This is an optimization exercise on Yosys and OpenROAD, whose aim is small area, a short achievable clock period and few clock cycles per item, not a production implementation. Only simulation tests tie the RTL to the original design; equivalence was not proved.

==> delta: inputs <==
// d12_keys
module d12_keys (
    input  wire        clk,
    input  wire        rst,         
    input  wire        in_valid,
    output wire        in_ready,
    input  wire [2:0]  in_op,
    input  wire        in_first,    
    input  wire [63:0] in_a,
    input  wire [31:0] in_b,
    input  wire [6:0]  in_n,
    output wire        out_valid,
    input  wire        out_ready,
    output wire [31:0] out_data
);
==> module d12_keys, before the edit <==
module d12_keys (
    input  wire        clk,
    input  wire        rst,         
    input  wire        in_valid,
    output wire        in_ready,
    input  wire [2:0]  in_op,
    input  wire        in_first,    
    input  wire [63:0] in_a,
    input  wire [31:0] in_b,
    input  wire [6:0]  in_n,
    output wire        out_valid,
    input  wire        out_ready,
    output wire [31:0] out_data
);
    reg         sk_valid;
    wire        en = !sk_valid;
    wire        sel_b   = !in_op[2] && !in_op[1];
    wire        sel_rot = !in_op[2] &&  in_op[1];
    wire [31:0] x_in = in_a[31:0] ^ (({32{sel_b}}   & in_b)
                                   | ({32{sel_rot}} & {in_b[24:0], in_b[31:25]}));
    reg         v0;
    reg  [2:0]  op0;
    reg         first0;
    reg  [31:0] x0;
    reg  [31:0] ahi0;
    reg  [6:0]  n0;
    always @(posedge clk) begin
        if (rst)
            v0 <= 1'b0;
        else if (en)
            v0 <= in_valid;
        if (en) begin
            op0    <= in_op;
            first0 <= in_first;
            x0     <= x_in;
            ahi0   <= in_a[63:32];
            n0     <= in_n;
        end
    end
    wire [31:0] s2;
    d12_mix_a u_mix0a (.h_in(x0), .h_out(s2));
    wire [37:0] prod = x0 * n0[5:0];
    wire [5:0]  part = n0[6] ? x0[31:26] : prod[37:32];
    wire        hok  = ({1'b0, x0[5:0]} < n0);
    reg         v1;
    reg  [31:0] s2_1;
    reg  [31:0] ahi1;
    reg         cnt1;       
    reg         wide1;      
    always @(posedge clk) begin
        if (rst)
            v1 <= 1'b0;
        else if (en)
            v1 <= v0;
        if (en) begin
            s2_1   <= s2;
            ahi1   <= op0[2] ? {24'd0, first0, hok, op0[0] ? x0[5:0] : part}
                             : ahi0;
            cnt1   <= op0[2];
            wide1  <= op0[0];
        end
    end
    wire        first1 = ahi1[7];
    wire        hok1   = ahi1[6];
    wire [5:0]  idx1   = ahi1[5:0];
    wire [31:0] m0;
    d12_mix_b u_mix0b (.h_in(s2_1), .h_out(m0));
    wire [31:0] x1 = {m0[24:0], m0[31:25]} ^ ahi1;
    reg  [2:0]  lo [0:63];
    reg  [5:0]  e_idx [0:7];
    reg  [2:0]  e_hm1 [0:7];
    reg  [7:0]  ev;             
    wire [2:0]  lo_rd = lo[idx1];
    reg  [7:0]  hit;
    reg  [2:0]  hm1_rd;
    integer j;
    always @(*) begin
        hm1_rd = 3'd0;
        for (j = 0; j < 8; j = j + 1) begin
            hit[j] = ev[j] && (e_idx[j] == idx1);
            hm1_rd = hm1_rd | (hit[j] ? e_hm1[j] : 3'd0);
        end
    end
    wire        any_hit = |hit;
    wire [3:0]  hi_rd   = any_hit ? {1'b0, hm1_rd} + 4'd1 : 4'd0;
    wire [6:0]  rd      = {hi_rd, lo_rd};
    wire [5:0]  rank    = first1 ? 6'd0 : rd[5:0];
    wire        is_part = cnt1 && !wide1;
    wire        do_part = v1 && en && is_part;
    reg         rst_r;
    always @(posedge clk) rst_r <= rst;
    wire        clr     = rst_r || (do_part && first1);
    wire        carry   = do_part && !first1 && (lo_rd == 3'd7);
    wire [2:0]  lo_new  = first1 ? 3'd1 : lo_rd + 3'd1;
    integer i;
    always @(posedge clk) begin
        for (i = 0; i < 64; i = i + 1) begin
            lo[i] <= ({3{do_part && !rst_r && (idx1 == i)}} & lo_new)
                   | ({3{!(do_part && (idx1 == i)) && !clr}} & lo[i]);
        end
        if (clr)
            ev <= 8'd0;
        else if (carry && !any_hit)
            ev <= {ev[6:0], 1'b1};
        for (i = 0; i < 8; i = i + 1) begin
            if (carry && !any_hit && !ev[i] && (i == 0 || ev[i-1])) begin
                e_idx[i] <= idx1;
                e_hm1[i] <= 3'd0;
            end else if (carry && hit[i]) begin
                e_hm1[i] <= hm1_rd + 3'd1;
            end
        end
    end
    wire [31:0] cres = wide1 ? {25'd0, hok1 ? rd : 7'd0}
                             : {18'd0, rank, 2'b00, idx1};
    wire [31:0] d2 = cnt1 ? cres : (wide1 ? x1 : m0);
    reg         v2;
    reg  [31:0] d2_2;
    reg         wide2;
    always @(posedge clk) begin
        if (rst)
            v2 <= 1'b0;
        else if (en)
            v2 <= v1;
        if (en) begin
            d2_2  <= d2;
            wide2 <= wide1 && !cnt1;
        end
    end
    wire [31:0] s2b;
    d12_mix_a u_mix1a (.h_in(d2_2), .h_out(s2b));
    reg         v3;
    reg  [31:0] d3_3;
    reg         wide3;
    always @(posedge clk) begin
        if (rst)
            v3 <= 1'b0;
        else if (en)
            v3 <= v2;
        if (en) begin
            d3_3  <= wide2 ? s2b : d2_2;
            wide3 <= wide2;
        end
    end
    wire [31:0] m1;
    d12_mix_b u_mix1b (.h_in(d3_3), .h_out(m1));
    wire [31:0] res = wide3 ? m1 : d3_3;
    reg  [31:0] o_data, sk_data;
    reg         o_valid;
    reg         rdy;                  
    wire        take = !o_valid || out_ready;
    wire        push = en && v3;
    wire        sk_next = sk_valid ? !take : (push && !take);
    always @(posedge clk) begin
        if (en)
            sk_data <= res;
        if (take)
            o_data <= sk_valid ? sk_data : res;
        if (rst) begin
            o_valid  <= 1'b0;
            sk_valid <= 1'b0;
            rdy      <= 1'b1;
        end else begin
            if (take)
                o_valid <= sk_valid || push;
            sk_valid <= sk_next;
            rdy      <= !sk_next;
        end
    end
    assign out_valid = o_valid;
    assign out_data  = o_data;
    assign in_ready  = rdy;
endmodule
==> flow/config.mk <==
export PLATFORM = sky130hd
export DESIGN_NAME = d12_keys
export DESIGN_NICKNAME = d12_keys
export VERILOG_FILES = /design/flow/design.v
export SDC_FILE = /design/flow/constraint.sdc
export NUM_CORES = 4
export LEC_CHECK = 0
export CAP_MARGIN = 20
export CORE_MARGIN = 2
export CORE_UTILIZATION = 40
export SLEW_MARGIN = 20
==> flow/constraint.sdc <==
create_clock -name core_clock -period 34.0 [get_ports {clk}]
set_input_delay 6.8000 -clock core_clock [delete_from_list [all_inputs] [get_ports {clk}]]
set_output_delay 6.8000 -clock core_clock [all_outputs]
set_load 0.01 [all_outputs]
standard.sh (not shown) runs the stock make flow with config.mk's settings and CLKGATE_MAP_FILE= SYNTH_SCRIPT=/design/flow/synth_recipe.tcl, a recipe that flattens the netlist after the stock synthesis.
==> flow/flow/run.sh <==
#!/bin/bash
# The standard layout, with the port buffers made of sky130_fd_sc_hd__buf_4
# instead of the resizer's default choice (a slow delay buffer). Every input
# and output port still gets its own buffer.
set -euo pipefail
export BUFFER_PORTS_ARGS="-buffer_cell sky130_fd_sc_hd__buf_4"
bash standard.sh > standard.log 2>&1
==> nickel: changes against delta <==
--- a/flow/design.v
+++ b/flow/design.v
@@ -737,15 +737,11 @@
 );
     reg         sk_valid;
     wire        en = !sk_valid;
-    wire        sel_b   = !in_op[2] && !in_op[1];
-    wire        sel_rot = !in_op[2] &&  in_op[1];
-    wire [31:0] x_in = in_a[31:0] ^ (({32{sel_b}}   & in_b)
-                                   | ({32{sel_rot}} & {in_b[24:0], in_b[31:25]}));
     reg         v0;
     reg  [2:0]  op0;
     reg         first0;
-    reg  [31:0] x0;
-    reg  [31:0] ahi0;
+    reg  [63:0] a0;
+    reg  [31:0] b0;
     reg  [6:0]  n0;
     always @(posedge clk) begin
         if (rst)
@@ -755,21 +751,26 @@
         if (en) begin
             op0    <= in_op;
             first0 <= in_first;
-            x0     <= x_in;
-            ahi0   <= in_a[63:32];
+            a0     <= in_a;
+            b0     <= in_b;
             n0     <= in_n;
         end
     end
+    wire [31:0] b0_rot = {b0[24:0], b0[31:25]};
+    wire [31:0] x0 = (op0[1] ? b0_rot : b0) ^ a0[31:0];
     wire [31:0] s2;
     d12_mix_a u_mix0a (.h_in(x0), .h_out(s2));
-    wire [37:0] prod = x0 * n0[5:0];
-    wire [5:0]  part = n0[6] ? x0[31:26] : prod[37:32];
-    wire        hok  = ({1'b0, x0[5:0]} < n0);
+    wire [37:0] prod = a0[31:0] * n0[5:0];
+    wire [5:0]  part = n0[6] ? a0[31:26] : prod[37:32];
+    wire        hok  = ({1'b0, a0[5:0]} < n0);
     reg         v1;
     reg  [31:0] s2_1;
     reg  [31:0] ahi1;
     reg         cnt1;       
     reg         wide1;      
+    reg         first1;
+    reg  [5:0]  idx1;
+    reg         hok1;
     always @(posedge clk) begin
         if (rst)
             v1 <= 1'b0;
@@ -777,15 +778,14 @@
             v1 <= v0;
         if (en) begin
             s2_1   <= s2;
-            ahi1   <= op0[2] ? {24'd0, first0, hok, op0[0] ? x0[5:0] : part}
-                             : ahi0;
+            ahi1   <= a0[63:32];
             cnt1   <= op0[2];
             wide1  <= op0[0];
+            first1 <= first0;
+            idx1   <= op0[0] ? a0[5:0] : part;
+            hok1   <= hok;
         end
     end
-    wire        first1 = ahi1[7];
-    wire        hok1   = ahi1[6];
-    wire [5:0]  idx1   = ahi1[5:0];
     wire [31:0] m0;
     d12_mix_b u_mix0b (.h_in(s2_1), .h_out(m0));
     wire [31:0] x1 = {m0[24:0], m0[31:25]} ^ ahi1;
==> flow/run.sh (new file) <==
#!/bin/bash
# synth_recipe.tcl (not shown) runs the flow's synth.tcl, then flattens the netlist and writes it again
# the make line also repeats each setting of config.mk as NAME=value (left out here)
make -C /OpenROAD-flow-scripts/flow DESIGN_CONFIG=/design/flow/config.mk WORK_HOME=/design/flow/orfs CLKGATE_MAP_FILE= SYNTH_SCRIPT=/design/flow/synth_recipe.tcl finish
removed: flow/flow/run.sh
removed: flow/standard.sh
==> tundra: changes against delta <==
--- a/flow/design.v
+++ b/flow/design.v
@@ -735,17 +735,14 @@
     input  wire        out_ready,
     output wire [31:0] out_data
 );
-    reg         sk_valid;
-    wire        en = !sk_valid;
-    wire        sel_b   = !in_op[2] && !in_op[1];
-    wire        sel_rot = !in_op[2] &&  in_op[1];
-    wire [31:0] x_in = in_a[31:0] ^ (({32{sel_b}}   & in_b)
-                                   | ({32{sel_rot}} & {in_b[24:0], in_b[31:25]}));
+    reg         q_full;
+    wire        en = !q_full;
+    assign in_ready = en;
     reg         v0;
     reg  [2:0]  op0;
     reg         first0;
-    reg  [31:0] x0;
-    reg  [31:0] ahi0;
+    reg  [63:0] a0;
+    reg  [31:0] b0;
     reg  [6:0]  n0;
     always @(posedge clk) begin
         if (rst)
@@ -755,21 +752,26 @@
         if (en) begin
             op0    <= in_op;
             first0 <= in_first;
-            x0     <= x_in;
-            ahi0   <= in_a[63:32];
+            a0     <= in_a;
+            b0     <= in_b;
             n0     <= in_n;
         end
     end
+    wire [31:0] b0_rot = {b0[24:0], b0[31:25]};
+    wire [31:0] x0 = (op0[1] ? b0_rot : b0) ^ a0[31:0];
     wire [31:0] s2;
     d12_mix_a u_mix0a (.h_in(x0), .h_out(s2));
-    wire [37:0] prod = x0 * n0[5:0];
-    wire [5:0]  part = n0[6] ? x0[31:26] : prod[37:32];
-    wire        hok  = ({1'b0, x0[5:0]} < n0);
+    wire [37:0] prod = a0[31:0] * n0[5:0];
+    wire [5:0]  part = n0[6] ? a0[31:26] : prod[37:32];
+    wire        hok  = ({1'b0, a0[5:0]} < n0);
     reg         v1;
     reg  [31:0] s2_1;
     reg  [31:0] ahi1;
     reg         cnt1;       
     reg         wide1;      
+    reg         first1;
+    reg  [5:0]  idx1;
+    reg         hok1;
     always @(posedge clk) begin
         if (rst)
             v1 <= 1'b0;
@@ -777,15 +779,14 @@
             v1 <= v0;
         if (en) begin
             s2_1   <= s2;
-            ahi1   <= op0[2] ? {24'd0, first0, hok, op0[0] ? x0[5:0] : part}
-                             : ahi0;
+            ahi1   <= a0[63:32];
             cnt1   <= op0[2];
             wide1  <= op0[0];
+            first1 <= first0;
+            idx1   <= op0[0] ? a0[5:0] : part;
+            hok1   <= hok;
         end
     end
-    wire        first1 = ahi1[7];
-    wire        hok1   = ahi1[6];
-    wire [5:0]  idx1   = ahi1[5:0];
     wire [31:0] m0;
     d12_mix_b u_mix0b (.h_in(s2_1), .h_out(m0));
     wire [31:0] x1 = {m0[24:0], m0[31:25]} ^ ahi1;
@@ -810,15 +811,13 @@
     wire [5:0]  rank    = first1 ? 6'd0 : rd[5:0];
     wire        is_part = cnt1 && !wide1;
     wire        do_part = v1 && en && is_part;
-    reg         rst_r;
-    always @(posedge clk) rst_r <= rst;
-    wire        clr     = rst_r || (do_part && first1);
+    wire        clr     = rst || (do_part && first1);
     wire        carry   = do_part && !first1 && (lo_rd == 3'd7);
     wire [2:0]  lo_new  = first1 ? 3'd1 : lo_rd + 3'd1;
     integer i;
     always @(posedge clk) begin
         for (i = 0; i < 64; i = i + 1) begin
-            lo[i] <= ({3{do_part && !rst_r && (idx1 == i)}} & lo_new)
+            lo[i] <= ({3{do_part && !rst && (idx1 == i)}} & lo_new)
                    | ({3{!(do_part && (idx1 == i)) && !clr}} & lo[i]);
         end
         if (clr)
@@ -868,29 +867,33 @@
     wire [31:0] m1;
     d12_mix_b u_mix1b (.h_in(d3_3), .h_out(m1));
     wire [31:0] res = wide3 ? m1 : d3_3;
-    reg  [31:0] o_data, sk_data;
-    reg         o_valid;
-    reg         rdy;                  
-    wire        take = !o_valid || out_ready;
+    reg  [31:0] q0, q1;
+    reg         q_wp, q_rp;
+    reg         q_nempty;
     wire        push = en && v3;
-    wire        sk_next = sk_valid ? !take : (push && !take);
+    wire        pop  = q_nempty && out_ready;
     always @(posedge clk) begin
-        if (en)
-            sk_data <= res;
-        if (take)
-            o_data <= sk_valid ? sk_data : res;
+        if (push) begin
+            if (q_wp) q1 <= res;
+            else      q0 <= res;
+        end
         if (rst) begin
-            o_valid  <= 1'b0;
-            sk_valid <= 1'b0;
-            rdy      <= 1'b1;
+            q_wp     <= 1'b0;
+            q_rp     <= 1'b0;
+            q_nempty <= 1'b0;
+            q_full   <= 1'b0;
         end else begin
-            if (take)
-                o_valid <= sk_valid || push;
-            sk_valid <= sk_next;
-            rdy      <= !sk_next;
+            if (push) q_wp <= !q_wp;
+            if (pop)  q_rp <= !q_rp;
+            if (push && !pop) begin
+                q_nempty <= 1'b1;
+                q_full   <= q_nempty;
+            end else if (pop && !push) begin
+                q_nempty <= q_full;
+                q_full   <= 1'b0;
+            end
         end
     end
-    assign out_valid = o_valid;
-    assign out_data  = o_data;
-    assign in_ready  = rdy;
+    assign out_valid = q_nempty;
+    assign out_data  = q_rp ? q1 : q0;
 endmodule
==> flow/run.sh (new file) <==
#!/bin/bash
# synth_recipe.tcl (not shown) runs the flow's synth.tcl, then flattens the netlist and writes it again
# the make line also repeats each setting of config.mk as NAME=value (left out here)
make -C /OpenROAD-flow-scripts/flow DESIGN_CONFIG=/design/flow/config.mk WORK_HOME=/design/flow/orfs CLKGATE_MAP_FILE= SYNTH_SCRIPT=/design/flow/synth_recipe.tcl finish
removed: flow/flow/run.sh
removed: flow/standard.sh
==> juniper: changes against delta <==
--- a/flow/design.v
+++ b/flow/design.v
@@ -877,7 +877,7 @@
     always @(posedge clk) begin
         if (en)
             sk_data <= res;
-        if (take)
+        if (take && (sk_valid || push))
             o_data <= sk_valid ? sk_data : res;
         if (rst) begin
             o_valid  <= 1'b0;
--- a/flow/config.mk
+++ b/flow/config.mk
@@ -7,5 +7,8 @@
 export LEC_CHECK = 0
 export CAP_MARGIN = 20
 export CORE_MARGIN = 2
-export CORE_UTILIZATION = 40
+export CORE_UTILIZATION = 60
+export CTS_BUF_LIST = sky130_fd_sc_hd__clkbuf_16
+export CTS_CLUSTER_DIAMETER = 100
+export CTS_CLUSTER_SIZE = 24
 export SLEW_MARGIN = 20
==> results.yml <==
synthesis:
  yosysTopAreaCell: "sky130_fd_sc_hd__fa_1"
  synth-compound-area-share_pct: 13.8
worst_setup_path:
  endpoint: "out_data[15]"
  critical_path.top_delay_family: "buffers and inverters"
run_status:
  run_status: "no timing/DRC/antenna violations"
finish:
  seq_cells: 591
global_route:
  grt_util_met2_pct: 37.4
clocking:
  cts_made_buffers: 72
# the run above: nickel

==> results.yml <==
finish:
  seq_cells: 550
run_status:
  run_status: "no timing/DRC/antenna violations"
synthesis:
  synth-compound-area-share_pct: 13.6
global_route:
  grt_util_met2_pct: 55.8
clocking:
  cts_made_buffers: 35
# the run above: juniper

==> results.yml <==
synthesis:
  synth-compound-area-share_pct: 13.6
clocking:
  cts_made_buffers: 61
worst_setup_path:
  critical_path.top_delay_family: "flip-flops"
  endpoint: "out_data[1]"
run_status:
  run_status: "no timing/DRC/antenna violations"
global_route:
  grt_util_met2_pct: 36.1
# the run above: delta

==> results.yml <==
run_status:
  run_status: "no timing/DRC/antenna violations"
worst_setup_path:
  critical_path.top_delay_family: "buffers and inverters"
  endpoint: "out_data[30]"
clocking:
  cts_made_buffers: 72
global_route:
  grt_util_met2_pct: 36.9
finish:
  seq_cells: 591
synthesis:
  yosysTopAreaCell: "sky130_fd_sc_hd__edfxtp_1"
# the run above: tundra

Testbench counts of delta, summed over its fixed seeds: cycles 9,680, items 9,600.
Testbench counts of nickel, summed over its fixed seeds: cycles 9,680, items 9,600.
Testbench counts of tundra, summed over its fixed seeds: cycles 9,680, items 9,600.
Testbench counts of juniper, summed over its fixed seeds: cycles 9,680, items 9,600.

==> static timing again, ports no longer ideal <==
The flow's constraints put no driver on any port. The routed layouts listed below were extracted and timed again, unchanged, in two steps.
Step 1 (the two cells are an assumption about what drives the block):
set clk [get_ports {clk}]
set_driving_cell -lib_cell sky130_fd_sc_hd__clkbuf_16 $clk
set_driving_cell -lib_cell sky130_fd_sc_hd__buf_2 [delete_from_list [all_inputs] $clk]
Step 2 times the ports against the registers' clock, not the clock port: input delays grow and output delays shrink by t, the midpoint of the rising clock arrivals with the driver on.
a / b / c = ideal / step 1 / step 2; a / b = the first two.
run | t (ns) | slack for setup (ns) | worst hold slack (ns) | slew at the worst register clock pin (ns) | pins driven straight from the clock port
delta | 0.752 | 25.971 / 25.900 / 25.802 | 0.453 / 0.453 / 0.453 | 0.08 / 0.08 | 1
nickel | 0.711 | 25.643 / 25.574 / 25.428 | 0.417 / 0.417 / 0.417 | 0.06 / 0.06 | 1
tundra | 0.732 | 24.625 / 24.554 / 24.714 | 0.418 / 0.418 / 0.418 | 0.07 / 0.07 | 1
juniper | 0.659 | 26.034 / 25.967 / 25.994 | 0.460 / 0.460 / 0.460 | 0.10 / 0.10 | 1
After both steps every run listed still meets setup and hold. The setup slack of nickel, which loses most, moves by -0.069 ns with the drivers and by -0.215 ns with both steps.
